This design comes from an exercise in tuning for a short achievable clock period and few clock cycles per item on the open sky130 flow, not from production work. Where RTL was checked, it was by simulation tests only, not by an equivalence proof against the original. Power and IR drop assume default switching activity.

==> pepper: inputs <==
// cell_screen
module cell_screen (
    input  wire               clk,
    input  wire               rst,
    input  wire               tone_we,
    input  wire [7:0]         tone_addr,
    input  wire [11:0]        tone_data,
    input  wire [11:0]        lev1,
    input  wire [11:0]        lev2,
    input  wire [11:0]        lev3,
    input  wire               in_valid,
    output wire               in_ready,
    input  wire [7:0]         in_pix,
    input  wire signed [15:0] in_err,
    input  wire               in_miss,
    input  wire               in_last,
    input  wire signed [15:0] in_inl,
    input  wire signed [15:0] in_inr,
    output wire               out_valid,
    input  wire               out_ready,
    output wire [1:0]         out_level,
    output wire signed [15:0] out_err,
    output wire               out_last,
    output wire signed [15:0] out_el,
    output wire signed [15:0] out_er
);
    localparam integer CAP = 15;     
    function [21:0] add22;
        input [21:0] a;
        input [21:0] b;
        input        ci;
        reg   [21:0] p0, g, p, gn, pn;
        integer      i, l, s;
        begin
            p0   = a ^ b;
            g    = a & b;
            p    = p0;
            g[0] = g[0] | (p0[0] & ci);
            for (l = 0; l < 5; l = l + 1) begin
  ...
clock: 20.0 ns
lec_check: 0
abc_clock_period_in_ps: 3000
cap_margin: 20
core_margin: 2
core_utilization: 40
slew_margin: 20
standard.sh (not shown) runs the stock make flow with config.mk's settings and CLKGATE_MAP_FILE= SYNTH_SCRIPT=/design/flow/synth_recipe.tcl, a recipe that flattens the netlist after the stock synthesis.
==> flow/flow/run.sh <==
#!/bin/bash
# Standard layout, with repair_timing aiming for slack well above 0 so that
# the resizer works on the paths that set the achieved period.
set -euo pipefail
bash standard.sh SETUP_SLACK_MARGIN=15 finish > orfs_make.log 2>&1
==> sierra (differences from pepper) <==
--- a/flow/design.v
+++ b/flow/design.v
@@ -153,37 +153,34 @@
         l1 <= lev1;
         l2 <= lev2;
         l3 <= lev3;
         h1 <= l1 >> 1;
         h2 <= ({1'b0, l1} + {1'b0, l2}) >> 1;
         h3 <= ({1'b0, l2} + {1'b0, l3}) >> 1;
     end
     reg        in_ready_r;
-    reg  [4:0] inflight;
+    reg [15:0] inflight;             
     reg        ov;                   
     wire acc = in_valid & in_ready_r;
     wire pop = ov & out_ready;
-    wire [4:0] inflight_up = inflight + 5'd1;
-    wire [4:0] inflight_dn = inflight - 5'd1;
-    wire       room_up     = (inflight < CAP - 1);
-    wire       room_same   = (inflight < CAP);
-    wire       room_dn     = (inflight < CAP + 1);
+    wire [15:0] inflight_up = {inflight[14:0], 1'b1};
+    wire [15:0] inflight_dn = {1'b0, inflight[15:1]};
     always @(posedge clk) begin
         if (rst) begin
-            inflight   <= 5'd0;
+            inflight   <= 16'd0;
             in_ready_r <= 1'b1;
         end else if (acc & !pop) begin
             inflight   <= inflight_up;
-            in_ready_r <= room_up;
+            in_ready_r <= !inflight_up[CAP - 1];
         end else if (!acc & pop) begin
             inflight   <= inflight_dn;
-            in_ready_r <= room_dn;
+            in_ready_r <= !inflight_dn[CAP - 1];
         end else begin
-            in_ready_r <= room_same;
+            in_ready_r <= !inflight[CAP - 1];
         end
     end
     assign in_ready = in_ready_r;
     reg               i_v;
     reg        [15:0] i_hi, i_lo;
     reg signed [15:0] i_err, i_inl, i_inr;
     reg               i_miss, i_last;
     reg               i_first;       
==> flow/flow/run.sh (replaced) <==
#!/bin/bash
# Standard layout, with repair_timing aiming for slack well above 0 so that
# the resizer works on the paths that set the achieved period.
set -euo pipefail
bash standard.sh SETUP_SLACK_MARGIN=15.3 finish > orfs_make.log 2>&1
Settings changed: CORE_UTILIZATION 40 to 60, CTS_CLUSTER_DIAMETER set to 60, CTS_CLUSTER_SIZE set to 24, PLACE_DENSITY set to 0.75.
==> juniper (differences from pepper) <==
--- a/flow/design.v
+++ b/flow/design.v
@@ -153,37 +153,34 @@
         l1 <= lev1;
         l2 <= lev2;
         l3 <= lev3;
         h1 <= l1 >> 1;
         h2 <= ({1'b0, l1} + {1'b0, l2}) >> 1;
         h3 <= ({1'b0, l2} + {1'b0, l3}) >> 1;
     end
     reg        in_ready_r;
-    reg  [4:0] inflight;
+    reg [15:0] inflight;             
     reg        ov;                   
     wire acc = in_valid & in_ready_r;
     wire pop = ov & out_ready;
-    wire [4:0] inflight_up = inflight + 5'd1;
-    wire [4:0] inflight_dn = inflight - 5'd1;
-    wire       room_up     = (inflight < CAP - 1);
-    wire       room_same   = (inflight < CAP);
-    wire       room_dn     = (inflight < CAP + 1);
+    wire [15:0] inflight_up = {inflight[14:0], 1'b1};
+    wire [15:0] inflight_dn = {1'b0, inflight[15:1]};
     always @(posedge clk) begin
         if (rst) begin
-            inflight   <= 5'd0;
+            inflight   <= 16'd0;
             in_ready_r <= 1'b1;
         end else if (acc & !pop) begin
             inflight   <= inflight_up;
-            in_ready_r <= room_up;
+            in_ready_r <= !inflight_up[CAP - 1];
         end else if (!acc & pop) begin
             inflight   <= inflight_dn;
-            in_ready_r <= room_dn;
+            in_ready_r <= !inflight_dn[CAP - 1];
         end else begin
-            in_ready_r <= room_same;
+            in_ready_r <= !inflight[CAP - 1];
         end
     end
     assign in_ready = in_ready_r;
     reg               i_v;
     reg        [15:0] i_hi, i_lo;
     reg signed [15:0] i_err, i_inl, i_inr;
     reg               i_miss, i_last;
     reg               i_first;       
==> flow/flow/run.sh (replaced) <==
#!/bin/bash
# Standard layout, with repair_timing aiming for slack well above 0 so that
# the resizer works on the paths that set the achieved period.
set -euo pipefail
bash standard.sh SETUP_SLACK_MARGIN=15.5 finish > orfs_make.log 2>&1
Settings changed: CORE_UTILIZATION 40 to 70, CTS_CLUSTER_DIAMETER set to 50, CTS_CLUSTER_SIZE set to 24.
==> xenon (differences from pepper) <==
--- a/flow/design.v
+++ b/flow/design.v
@@ -153,37 +153,34 @@
         l1 <= lev1;
         l2 <= lev2;
         l3 <= lev3;
         h1 <= l1 >> 1;
         h2 <= ({1'b0, l1} + {1'b0, l2}) >> 1;
         h3 <= ({1'b0, l2} + {1'b0, l3}) >> 1;
     end
     reg        in_ready_r;
-    reg  [4:0] inflight;
+    reg [15:0] inflight;             
     reg        ov;                   
     wire acc = in_valid & in_ready_r;
     wire pop = ov & out_ready;
-    wire [4:0] inflight_up = inflight + 5'd1;
-    wire [4:0] inflight_dn = inflight - 5'd1;
-    wire       room_up     = (inflight < CAP - 1);
-    wire       room_same   = (inflight < CAP);
-    wire       room_dn     = (inflight < CAP + 1);
+    wire [15:0] inflight_up = {inflight[14:0], 1'b1};
+    wire [15:0] inflight_dn = {1'b0, inflight[15:1]};
     always @(posedge clk) begin
         if (rst) begin
-            inflight   <= 5'd0;
+            inflight   <= 16'd0;
             in_ready_r <= 1'b1;
         end else if (acc & !pop) begin
             inflight   <= inflight_up;
-            in_ready_r <= room_up;
+            in_ready_r <= !inflight_up[CAP - 1];
         end else if (!acc & pop) begin
             inflight   <= inflight_dn;
-            in_ready_r <= room_dn;
+            in_ready_r <= !inflight_dn[CAP - 1];
         end else begin
-            in_ready_r <= room_same;
+            in_ready_r <= !inflight[CAP - 1];
         end
     end
     assign in_ready = in_ready_r;
     reg               i_v;
     reg        [15:0] i_hi, i_lo;
     reg signed [15:0] i_err, i_inl, i_inr;
     reg               i_miss, i_last;
     reg               i_first;       
==> flow/flow/run.sh (replaced) <==
#!/bin/bash
# Standard layout, with repair_timing aiming for slack well above 0 so that
# the resizer works on the paths that set the achieved period.
set -euo pipefail
bash standard.sh SETUP_SLACK_MARGIN=15.3 finish > orfs_make.log 2>&1
Settings changed: CORE_UTILIZATION 40 to 60, CTS_CLUSTER_DIAMETER set to 60, CTS_CLUSTER_SIZE set to 28.
==> run summary <==
In juniper the combinational power is larger than in xenon, by about 4%.
Worst setup slack: xenon > sierra > juniper > pepper.
Between xenon and juniper, the lower global-route usage is in xenon (gap 5.4 points).
In sierra the power is lower than in xenon, by about 1.7%.
Clock power: pepper > juniper > xenon > sierra.
Of juniper and sierra, juniper has the higher first-iteration DRC count (gap about 4.6%, measured against sierra).
sierra produced a clean layout. pepper ran to the end with no violations. juniper completed without violations. xenon completed with no timing, DRC or antenna violations.
In critical path depth, xenon and pepper do not differ.
The lowest cell count belongs to juniper, the highest to pepper.
Clock-buffer cell count: sierra < xenon < juniper < pepper.
Design area: sierra < xenon < juniper < pepper.
==> figures <==
quantity                                                        xenon       pepper      juniper       sierra
Result of the run                    no timing/DRC/antenna violations  no timing/DRC/antenna violations  no timing/DRC/antenna violations  no timing/DRC/antenna violations
Portion of netlist area occupied by mux cells                  0.0594       0.0585       0.0594       0.0594
Proportion of final cell area spent on non-clock buffers       0.0205       0.0191       0.0226       0.0210
Critical path arrival                                         1.44 ns      1.60 ns      1.52 ns      1.48 ns
Via density per instance                                         6.69         5.82         7.11         6.80
Hold-critical path endpoint                                 s2_G1[17]    s2_t3[12]     s4_dr[9]    s3_Ehi[5]
Share of cells above drive strength 1                           0.142        0.149        0.156        0.136
Total GRT Usage                                                 0.344        0.224        0.398        0.327
DIE HEIGHT                                                     598 um       731 um       554 um       598 um
FF-to-FF path depth                                                10            8            8           13
M1 wire length                                              240000 um    255000 um    215000 um    212000 um
Pre-antenna DRT Iters                                               6            6            9            9
Area of all sequential standard cells                     147000 um^2  146000 um^2  147000 um^2  147000 um^2
Setup WS post-layout                                         14.56 ns     14.40 ns     14.48 ns     14.52 ns
Fraction of synthesized cell area in xor and xnor cells        0.0196       0.0196       0.0196       0.0196
Source of the critical timing path                            head[3]     head[45]     head[15]           ov
Design area                                               235000 um^2  242000 um^2  238000 um^2  234000 um^2
Growth of design area from synthesis to finish                  10.8%        14.3%        12.2%        10.3%
Gate Count Post-Synth                                           13.5k        13.5k        13.5k        13.5k
Gate power share                                                0.328        0.303        0.325        0.332
Routed Wire Length                                          622000 um    622000 um    617000 um    595000 um
Crit path to                                                out_er[3]  out_err[12]   out_er[15]    out_valid
Testbench counts of sierra, summed over its fixed seeds: cycles 190,376, items 190,272.
Testbench counts of juniper, summed over its fixed seeds: cycles 190,376, items 190,272.
Testbench counts of xenon, summed over its fixed seeds: cycles 190,376, items 190,272.
Only the layout flow was run in pepper; the RTL was not checked for function there.

[afterwards: timing with drivers on the ports]
The flow's constraints put no driver on any port. The routed layouts listed below were extracted and timed again, unchanged, in two steps. Step 1: set_driving_cell puts a clkbuf_16 on clk and a buf_2 on each other input, an assumption about the parent block. Step 2 adds t to the input delays and takes it off the output delays; t is the mean of the earliest and latest rising clock arrival at the registers after step 1. Input paths then give back, and output paths get back, about the clock's delay inside the block. Slacks: no drivers / after step 1 / after step 2; pairs: no drivers / after step 1.
run	t (ns)	setup slack, ns	worst setup path at the end	clock arrival spread, ns
pepper	1.210	14.399 / 14.267 / 13.992	input to register	0.142 / 0.142
sierra	1.091	14.516 / 14.399 / 14.259	input to register	0.109 / 0.109
juniper	1.110	14.483 / 14.363 / 14.541	input to register	0.084 / 0.084
xenon	1.081	14.555 / 14.446 / 14.208	input to register	0.083 / 0.082
After both steps setup and hold are still met in every run listed. The setup slack of pepper, which loses most, moves by -0.132 ns with the drivers and by -0.407 ns with both steps.
